What follows belongs to an exercise in optimizing a design on an open flow for small area and a short achievable clock period; a production flow would make more cautious choices.
The RTL was checked by simulation tests, not by an equivalence proof against the original design.

===== flow/config.mk =====
export PLATFORM = sky130hd
export DESIGN_NAME = sb64_xunit
export DESIGN_NICKNAME = sb64_xunit
export VERILOG_FILES = /design/flow/design.v
export SDC_FILE = /design/flow/constraint.sdc
export NUM_CORES = 4
export LEC_CHECK = 0
export CAP_MARGIN = 20
export CORE_MARGIN = 2
export CORE_UTILIZATION = 30
export PLACE_DENSITY = 0.45
export SETUP_SLACK_MARGIN = 3
export SLEW_MARGIN = 20

===== flow/constraint.sdc =====
create_clock -name core_clock -period 40.0 [get_ports {clk}]
set_input_delay 8.0000 -clock core_clock [delete_from_list [all_inputs] [get_ports {clk}]]
set_output_delay 8.0000 -clock core_clock [all_outputs]
set_load 0.01 [all_outputs]

===== flow/design.v =====
module sb64_aux (
    input  wire [4:0]  op,
    input  wire [31:0] a,
    input  wire [31:0] b,
    input  wire [31:0] c,
    input  wire [31:0] d,
    input  wire [23:0] opnd,
    input  wire [2:0]  crcsel,
    input  wire [31:0] crcpoly,
    output reg  [31:0] result
);
    localparam OP_CRCB = 5'd0, OP_CRCH = 5'd1, OP_CRCW = 5'd2, OP_PAR = 5'd3,
               OP_BREV = 5'd4, OP_CKD = 5'd5, OP_EXTU = 5'd6, OP_EXTS = 5'd7,
               OP_INS = 5'd8, OP_CLZ = 5'd9, OP_BPERM = 5'd10;
    wire [1:0] poly_sel = crcsel[1:0];
    wire       msbf     = crcsel[2];
    wire       w16      = (poly_sel == 2'd2);
    reg  [31:0] poly;
    always @(*) begin
        case (poly_sel)
            2'd0:    poly = 32'h1EDC6F41;
            2'd1:    poly = 32'h04C11DB7;
            2'd2:    poly = 32'h00001021;
            default: poly = crcpoly;
        endcase
    end
    function [31:0] rev32(input [31:0] x);
        integer i;
        begin
            for (i = 0; i < 32; i = i + 1) rev32[i] = x[31-i];
        end
    endfunction
    function [15:0] rev16(input [15:0] x);
        integer i;
        begin
            for (i = 0; i < 16; i = i + 1) rev16[i] = x[15-i];
        end
    endfunction
    wire [31:0] rpoly = w16 ? {16'd0, rev16(poly[15:0])} : rev32(poly);
    function [31:0] crc_byte(input [31:0] cin, input [7:0] data, input [31:0] p,
                             input [31:0] rp, input is16, input msb_first);
        integer i;
        reg [31:0] cr;
        reg        t;
        begin
            cr = cin;
            for (i = 0; i < 8; i = i + 1) begin
                if (!msb_first) begin
                    t  = cr[0] ^ data[i];
                    cr = cr >> 1;
                    if (t) cr = cr ^ rp;
                end else begin
                    t  = (is16 ? cr[15] : cr[31]) ^ data[7-i];
                    cr = cr << 1;
                    if (is16) cr[31:16] = 16'd0;
                    if (t) cr = cr ^ p;
                end
            end
            crc_byte = cr;
        end
    endfunction
    wire [31:0] crc_in = w16 ? {16'd0, a[15:0]} : a;
    wire [31:0] crc1 = crc_byte(crc_in, b[7:0],   poly, rpoly, w16, msbf);
    wire [31:0] crc2 = crc_byte(crc1,   b[15:8],  poly, rpoly, w16, msbf);
    wire [31:0] crc3 = crc_byte(crc2,   b[23:16], poly, rpoly, w16, msbf);
    wire [31:0] crc4 = crc_byte(crc3,   b[31:24], poly, rpoly, w16, msbf);
    reg [31:0] brev;
    integer k;
    always @(*) begin
        case (opnd[1:0])
            2'd0: for (k = 0; k < 32; k = k + 1) brev[k] = a[(k & ~7) + 7 - (k & 7)];
            2'd1: for (k = 0; k < 32; k = k + 1) brev[k] = a[(k & ~15) + 15 - (k & 15)];
            2'd2: brev = rev32(a);
            default: brev = a;    
        endcase
    end
    reg [31:0] ckd;
    reg [4:0]  dig;
    reg [4:0]  sum;
    always @(*) begin
        sum = 5'd0;
        if (b >= 32'h30 && b <= 32'h39) dig = b[4:0] - 5'h10;
        else if (b <= 32'd9)            dig = b[4:0];
        else                            dig = 5'd10;
        if (a > 32'd9 || dig == 5'd10) begin
            ckd = 32'hFFFFFFFF;
        end else begin
            if (opnd[0]) begin
                dig = dig * 2;
                if (dig > 9) dig = dig - 9;
            end
            sum = {1'b0, a[3:0]} + dig;
            ckd = (sum >= 5'd10) ? {27'd0, sum - 5'd10} : {27'd0, sum};
        end
    end
    wire [5:0]  ext_w   = (c > 32'd32) ? 6'd32 : c[5:0];
    wire        ext_nil = (c == 32'd0) || (b >= 32'd32);
    wire [31:0] ext_m   = (ext_w == 6'd32) ? 32'hFFFFFFFF : ((32'd1 << ext_w) - 32'd1);
    wire [31:0] ext_f   = (a >> b[4:0]) & ext_m;
    wire [5:0]  ext_top = ext_w - 6'd1;
    wire        ext_sgn = ext_f[ext_top[4:0]];
    wire [31:0] extu    = ext_nil ? 32'd0 : ext_f;
    wire [31:0] exts    = ext_nil ? 32'd0 : (ext_sgn ? (ext_f | ~ext_m) : ext_f);
    wire [5:0]  ins_w   = (d > 32'd32) ? 6'd32 : d[5:0];
    wire        ins_nil = (d == 32'd0) || (c >= 32'd32);
    wire [31:0] ins_m0  = (ins_w == 6'd32) ? 32'hFFFFFFFF : ((32'd1 << ins_w) - 32'd1);
    wire [31:0] ins_m   = ins_m0 << c[4:0];
    wire [31:0] ins     = ins_nil ? a : ((a & ~ins_m) | ((b << c[4:0]) & ins_m));
    reg [5:0] clz;
    integer j;
    always @(*) begin
        clz = 6'd32;
        for (j = 0; j < 32; j = j + 1)
            if (a[j]) clz = 6'd31 - j[5:0];
    end
    reg [31:0] bperm;
    reg [3:0]  s;
    integer n;
    always @(*) begin
        for (n = 0; n < 4; n = n + 1) begin
            s = opnd[4*n +: 4];
            if (s < 4'd4)      bperm[8*n +: 8] = a[8*s[1:0] +: 8];
            else if (s < 4'd8) bperm[8*n +: 8] = {8{a[8*s[1:0] + 7]}};
            else               bperm[8*n +: 8] = 8'h00;
        end
    end
    always @(*) begin
        case (op)
            OP_CRCB:  result = crc1;
            OP_CRCH:  result = crc2;
            OP_CRCW:  result = crc4;
            OP_PAR:   result = {31'd0, ^a};
            OP_BREV:  result = brev;
            OP_CKD:   result = ckd;
            OP_EXTU:  result = extu;
            OP_EXTS:  result = exts;
            OP_INS:   result = ins;
            OP_CLZ:   result = {26'd0, clz};
            OP_BPERM: result = bperm;
            default:  result = 32'd0;
        endcase
    end
endmodule
module sb64_mul (
    input  wire        clk,
    input  wire        rst,
    input  wire        start,       
    input  wire        is_signed,   
    input  wire        is_mulv,
    input  wire [31:0] a,
    input  wire [31:0] b,
    input  wire        wr_lo,       
    input  wire        wr_hi,       
    input  wire [31:0] wr_data,
    output reg  [31:0] mlo,
    output reg  [31:0] mhi,
    output reg         mulv_ovf     
);
    reg        s1_v, s1_mulv;
    reg [32:0] s1_a, s1_b;
    reg        s2_v, s2_mulv, s3_v, s3_mulv;
    reg [63:0] s2_p, s3_p;
    wire signed [65:0] prod = $signed(s1_a) * $signed(s1_b);
    wire [63:0]        p64  = prod[63:0];
    always @(posedge clk) begin
        if (rst) begin
            s1_v <= 1'b0; s2_v <= 1'b0; s3_v <= 1'b0;
            s1_mulv <= 1'b0; s2_mulv <= 1'b0; s3_mulv <= 1'b0;
            mlo <= 32'd0; mhi <= 32'd0; mulv_ovf <= 1'b0;
        end else begin
            s1_v    <= start;
            s1_mulv <= start & is_mulv;
            s1_a    <= {is_signed & a[31], a};
            s1_b    <= {is_signed & b[31], b};
            s2_v    <= s1_v;
            s2_mulv <= s1_mulv;
            s2_p    <= p64;
            s3_v    <= s2_v;
            s3_mulv <= s2_mulv;
            s3_p    <= s2_p;
            if (s3_v) begin
                mlo <= s3_p[31:0];
                mhi <= s3_p[63:32];
            end else begin
                if (wr_lo) mlo <= wr_data;
                if (wr_hi) mhi <= wr_data;
            end
            mulv_ovf <= s3_v & s3_mulv & ~((&s3_p[63:31]) | ~(|s3_p[63:31]));
        end
    end
endmodule
module sb64_div (
    input  wire        clk,
    input  wire        rst,
    input  wire        start,       
    input  wire [1:0]  kind,        
    input  wire [31:0] a,
    input  wire [31:0] b,
    output reg         busy,        
    output wire        valid,       
    output reg  [31:0] result,
    output reg         dz,          
    output reg         ovf          
);
    localparam ST_PREP = 2'd0, ST_ITER = 2'd1, ST_FIN = 2'd2, ST_WAIT = 2'd3;
    reg [1:0]  state;
    reg [1:0]  k;
    reg [31:0] ra, rb;
    reg [5:0]  elapsed;    
    reg [5:0]  lat;        
    reg [5:0]  iters;
    reg [31:0] rem, dsr, quo;
    wire sgn = (k == 2'd0) || (k == 2'd2);
    wire [31:0] ua = (sgn && ra[31]) ? (32'd0 - ra) : ra;
    wire [31:0] ub = (sgn && rb[31]) ? (32'd0 - rb) : rb;
    function [5:0] log2f(input [31:0] x);    
        integer i;
        begin
            log2f = 6'd0;
            for (i = 0; i < 32; i = i + 1)
                if (x[i]) log2f = i[5:0];
        end
    endfunction
    wire [5:0] q = (ub == 32'd0 || ua < ub) ? 6'd0 : (log2f(ua) - log2f(ub) + 6'd1);
    wire [5:0] l = 6'd12 + 6'd3 * ((q + 6'd3) >> 2);
    assign valid = busy && (state == ST_WAIT) && (elapsed == lat);
    always @(posedge clk) begin
        if (rst) begin
            busy <= 1'b0;
            state <= ST_PREP;
        end else if (!busy) begin
            if (start) begin
                busy    <= 1'b1;
                state   <= ST_PREP;
                k       <= kind;
                ra      <= a;
                rb      <= b;
                elapsed <= 6'd1;
            end
        end else begin
            elapsed <= elapsed + 6'd1;
            case (state)
                ST_PREP: begin
                    lat   <= l;
                    iters <= q;
                    rem   <= ua;
                    quo   <= 32'd0;
                    dsr   <= (q == 6'd0) ? 32'd0 : (ub << (q - 6'd1));
                    state <= ST_ITER;
                end
                ST_ITER: begin
                    if (iters == 6'd0) begin
                        state <= ST_FIN;
                    end else begin
                        if (rem >= dsr) begin
                            rem <= rem - dsr;
                            quo <= {quo[30:0], 1'b1};
                        end else begin
                            quo <= {quo[30:0], 1'b0};
                        end
                        dsr   <= dsr >> 1;
                        iters <= iters - 6'd1;
                    end
                end
                ST_FIN: begin
                    dz  <= (rb == 32'd0);
                    ovf <= (k == 2'd0) && (ra == 32'h80000000) && (rb == 32'hFFFFFFFF);
                    if (rb == 32'd0)
                        result <= (k[1] == 1'b0) ? 32'hFFFFFFFF : ra;
                    else case (k)
                        2'd0: result <= (ra[31] ^ rb[31]) ? (32'd0 - quo) : quo;
                        2'd1: result <= quo;
                        2'd2: result <= ra[31] ? (32'd0 - rem) : rem;
                        default: result <= rem;
                    endcase
                    state <= ST_WAIT;
                end
                default: begin
                    if (elapsed == lat) begin
                        busy  <= 1'b0;
                        state <= ST_PREP;
                    end
                end
            endcase
        end
    end
endmodule
module sb64_xunit (
    input  wire        clk,
    input  wire        rst,         
    input  wire        in_valid,
    input  wire [4:0]  in_op,
    input  wire [31:0] in_a,
    input  wire [31:0] in_b,
    input  wire [31:0] in_c,
    input  wire [31:0] in_d,
    input  wire [23:0] in_opnd,
    input  wire        wr_en,
    input  wire [1:0]  wr_sel,      
    input  wire [31:0] wr_data,
    output reg         res1_valid,
    output reg  [31:0] res1_data,
    output reg         res2_valid,
    output reg  [31:0] res2_data,
    output wire [31:0] mlo,
    output wire [31:0] mhi,
    output wire        mulv_ovf,
    output wire        div_busy,
    output wire        div_valid,
    output wire [31:0] div_res,
    output wire        div_dz,
    output wire        div_ovf
);
    localparam OP_CRCH = 5'd1, OP_CRCW = 5'd2, OP_BPERM = 5'd10,
               OP_MUL = 5'd11, OP_MULU = 5'd12, OP_MULV = 5'd13,
               OP_DIV = 5'd14, OP_REMU = 5'd17;
    reg [2:0]  crcsel;
    reg [31:0] crcpoly;
    always @(posedge clk) begin
        if (rst) begin
            crcsel  <= 3'd0;
            crcpoly <= 32'd0;
        end else if (wr_en) begin
            if (wr_sel == 2'd2) crcsel  <= wr_data[2:0];
            if (wr_sel == 2'd3) crcpoly <= wr_data;
        end
    end
    wire [31:0] aux_result;
    sb64_aux u_aux (
        .op(in_op), .a(in_a), .b(in_b), .c(in_c), .d(in_d), .opnd(in_opnd),
        .crcsel(crcsel), .crcpoly(crcpoly), .result(aux_result)
    );
    wire is_aux  = in_valid && (in_op <= OP_BPERM);
    wire is_late = (in_op == OP_CRCH) || (in_op == OP_CRCW);
    reg         late_v;
    reg  [31:0] late_d;
    always @(posedge clk) begin
        if (rst) begin
            res1_valid <= 1'b0;
            res2_valid <= 1'b0;
            late_v     <= 1'b0;
        end else begin
            res1_valid <= is_aux && !is_late;
            late_v     <= is_aux && is_late;
            res2_valid <= late_v;
        end
        res1_data <= aux_result;
        late_d    <= aux_result;
        res2_data <= late_d;
    end
    wire is_mul = in_valid && (in_op >= OP_MUL) && (in_op <= OP_MULV);
    sb64_mul u_mul (
        .clk(clk), .rst(rst), .start(is_mul),
        .is_signed(in_op != OP_MULU), .is_mulv(in_op == OP_MULV),
        .a(in_a), .b(in_b),
        .wr_lo(wr_en && wr_sel == 2'd0), .wr_hi(wr_en && wr_sel == 2'd1), .wr_data(wr_data),
        .mlo(mlo), .mhi(mhi), .mulv_ovf(mulv_ovf)
    );
    wire is_div = in_valid && (in_op >= OP_DIV) && (in_op <= OP_REMU);
    wire [4:0] div_kind = in_op - OP_DIV;
    sb64_div u_div (
        .clk(clk), .rst(rst), .start(is_div), .kind(div_kind[1:0]),
        .a(in_a), .b(in_b),
        .busy(div_busy), .valid(div_valid), .result(div_res), .dz(div_dz), .ovf(div_ovf)
    );
endmodule

===== flow/run.sh =====
#!/bin/bash
# synth_recipe.tcl (not shown) runs the flow's synth.tcl, then flattens the netlist and writes it again
# the make line also repeats each setting of config.mk as NAME=value (left out here)
make -C /OpenROAD-flow-scripts/flow DESIGN_CONFIG=/design/flow/config.mk WORK_HOME=/design/flow/orfs CLKGATE_MAP_FILE= SYNTH_SCRIPT=/design/flow/synth_recipe.tcl finish

==> results.json <==
{
  "status": "timing/DRC/antenna clean",
  "die_area_um2": 401000,
  "syn_nets": 17216,
  "ys_types": 124,
  "via_per_inst": 5.67,
  "yosysTopAreaCell": "fa_1",
  "hp-start": "late_d[10]",
  "synth_most_common_cell": "nor2_1",
  "setup_viol": 0,
  "grt_most_used_layer": "met2",
  "hold_path.class": "reg2reg",
  "syn_inst": 15544,
  "synth.top_cells.by_area": "fa_1 (19%), xnor2_1 (12%), edfxtp_1 (10%)",
  "drc": 0,
  "nFillCells": 42183,
  "yosysSeqAreaShare_pct": 13.3,
  "coreArea_um2": 395000,
  "max_cap_violations": 0,
  "grt_pass1_vias": 111033,
  "design_area_um2": 133000,
  "track_usage_pct": 30.6,
  "area_growth_pct": 11.5,
  "fmax_mhz": 27.5,
  "criticalPathCategory": "in2reg",
  "ctsLongestPathBuffers": 3,
  "ios": 362,
  "place_inst": 20520,
  "met2_usage_pct": 44.9,
  "hold_ws_ns": 0.347,
  "numCtsBuffers": 72,
  "yosysTopAreaCellShare_pct": 19.0,
  "worst_ep_required_time_ns": 40.58,
  "post-route-util_pct": 33.6,
  "postRouteAntennaNets": 0,
  "core.rowCount": 231,
  "htreeDepth": 3,
  "first_iter_violations": 15406,
  "root_buffer": "clkbuf_16",
  "final-max-slew-violation-count": 0,
  "cp_slowest_cell": "clkdlybuf4s50_1",
  "vias": 117723,
  "grt_pass1_wl_mm": 878,
  "arrival_ns": 36.88,
  "max_stage_delay_ns": 0.65,
  "dp_hpwl_mm": 468,
  "synthArstFlopShare_pct": 0,
  "cts_tree": "done",
  "ys_ff_latch": 584,
  "dpl-instance-area_um2": 129000,
  "cts_hold_buf": 0,
  "crit_top_cell": "xor2_1",
  "routedWlPerCell_um": 30.3,
  "hold_viol": 0,
  "synth_top_flop_cell": "edfxtp_1",
  "period_share_pct": 90.8,
  "ys_warn_count": 4,
  "fin_skew_ns": 0.0592,
  "clkTransAtPathRegs_ns": 0.06,
  "synth_edf_count": 408,
  "wl_mm": 629,
  "clkSinkCount": 584,
  "drive_gt1_share_pct": 7.60,
  "slew_headroom_pct": 7.88,
  "initial_core_util_pct": 30.1,
  "rsz0062_at_grt": "no",
  "synth_common_cells": "nor2_1 (2,433), nand2_1 (1,842), xnor2_1 (1,614), inv_1 (1,203), fa_1 (1,129)",
  "finalNetCount": 17049,
  "die_h_um": 634,
  "fp.dieW_um": 634,
  "worst_pin_slew_ns": 1.37,
  "synth_area_um2": 119000,
  "gp_congestion": 1.06,
  "setup-tns-final_ns": 0,
  "first_pass_iters": 6,
  "port_buffers": 353,
  "rrSetupSlack_ns": 9.75,
  "worst-path-max-fanout": 30,
  "avgSynthCellArea_um2": 7.65,
  "start_kind": "input port",
  "grt_util_met3_pct": 7.61,
  "worst_skew_pair.late_latency_ns": 0.75,
  "stdcell_count": 20752,
  "grt-ovfl-total": 0,
  "crit_start": "in_a[14]",
  "grt_max_degree": 128,
  "reg2reg_from": "crcsel[0]",
  "fin_crit_ns": 36.30,
  "antenna_found_initial": 118,
  "grtUsageMet1_pct": 40.0,
  "setup.worst_path.end_class": "register"
}
[layout by cell type (no fill, tap or decap), types with 38 or more instances in the layout]
cell | netlist | layout
a211oi_1 | 103 | 101
a21o_1 | 52 | 51
a21oi_1 | 889 | 873
a22oi_1 | 39 | 38
a31oi_1 | 85 | 83
and2_1 | 386 | 381
and3_1 | 70 | 70
buf_4 | 4 | 557
clkbuf_16 | 0 | 74
clkdlybuf4s50_1 | 0 | 322
dfxtp_1 | 176 | 174
diode_2 | 0 | 75
edfxtp_1 | 408 | 408
fa_1 | 1129 | 1129
ha_1 | 348 | 345
inv_1 | 1203 | 1200
mux2_2 | 61 | 60
mux2i_1 | 348 | 336
mux4_2 | 89 | 89
nand2_1 | 1842 | 1834
nand2b_1 | 115 | 113
nand3_1 | 189 | 189
nand4_1 | 97 | 97
nor2_1 | 2433 | 2417
nor2b_1 | 45 | 42
nor3_1 | 305 | 299
nor4_1 | 103 | 91
o211ai_1 | 52 | 52
o21a_1 | 42 | 42
o21ai_0 | 580 | 568
o21ai_1 | 64 | 59
o21bai_1 | 62 | 62
o221ai_1 | 44 | 38
o22ai_1 | 85 | 85
o31ai_1 | 71 | 68
or3_1 | 173 | 172
or4_1 | 42 | 41
xnor2_1 | 1614 | 1597
xor2_1 | 426 | 424
[stage by stage]
step           worst slack [ns]
6_report                   3.70
5_1_grt                    2.96
4_1_cts                    3.04
3_5_place_dp               1.51
3_3_place_gp               1.60
2_1_floorplan              7.84
[final timing paths]
path	endpoint	cells after the start
max reg2reg	late_d[0]	94
min reg2reg	res2_data[10]	0
max	late_d[0]	91
min	res2_data[10]	0
[what timing repair did]
item                                    CTS  global route
gates resized for setup                  10            72
pin swaps                                 0            11
endpoints found under the setup margin   32            32
buffers inserted                          2            20
[critical path, delay by kind of cell]
| family | cells | cell delay [ns] |
|---|---|---|
| AO/OA/AOI/OAI | 37 | 11.26 |
| AND/OR/NAND/NOR | 29 | 9.24 |
| XOR/XNOR | 11 | 2.90 |
| buffers and inverters | 8 | 2.88 |
| multiplexers | 6 | 2.45 |
[per-layer routing]
layer  up-vias  share of wire [%]
met1     58254                 40
li1      50973                  -
met2      6869                 42
met4        40                7.4
met5         -              0.050
met3      1587                 11
[state kept, by name, summed over array words and instances (netlist names), 33 cells and up]
signal	flops
u_mul.s3_p	64
u_mul.s1_b	33
u_mul.s2_p	64
u_mul.s1_a	33
[final cells by class]
type,count,area (um2),share of cell area (%)
clock buffer,99,2060,1.55
timing repair buffer,920,7760,5.85
tap,5242,6560,4.95
antenna,75,188,0.142
clock inverter,33,379,0.286
multi-input combinational,12582,95300,71.9
sequential,584,15800,11.9
inverter,1217,4590,3.46
[cells by family (layout without fill, tap and decap cells)]
logic type | Yosys count | in the layout | synth area share, %
buffers and inverters | 2378 | 2269 | 7.57
multiplexers | 506 | 506 | 5.30
adder cells (fa/ha/maj) | 1477 | 1477 | 22.7
AO/OA/AOI/OAI | 2590 | 2590 | 13.7
flip-flops | 584 | 584 | 13.3
XOR/XNOR | 2064 | 2064 | 15.4
other | 0 | 75 | 0
AND/OR/NAND/NOR | 5945 | 5945 | 22.0

==> afterwards: timing with drivers on the ports <==
The flow's constraints put no driver on any port. The routed layout listed below was extracted and timed again, unchanged, in two steps. Step 1: set_driving_cell puts a clkbuf_16 on clk and a buf_2 on each other input, an assumption about the parent block. Step 2 moves the port delays by t, midway between the first and last clock arrival at a register: inputs arrive t later, outputs are due t later. That takes back most of the time a late clock gives input paths. a / b / c = no drivers / after step 1 / after step 2; a / b = the first two.
shift t [ns]: 0.831
setup WS [ns]: 3.698 / 3.778 / 2.947
worst setup path at the end: input to register
After both steps setup and hold are still met in this run. The setup slack of this run moves by +0.080 ns with the drivers and by -0.751 ns with both steps.
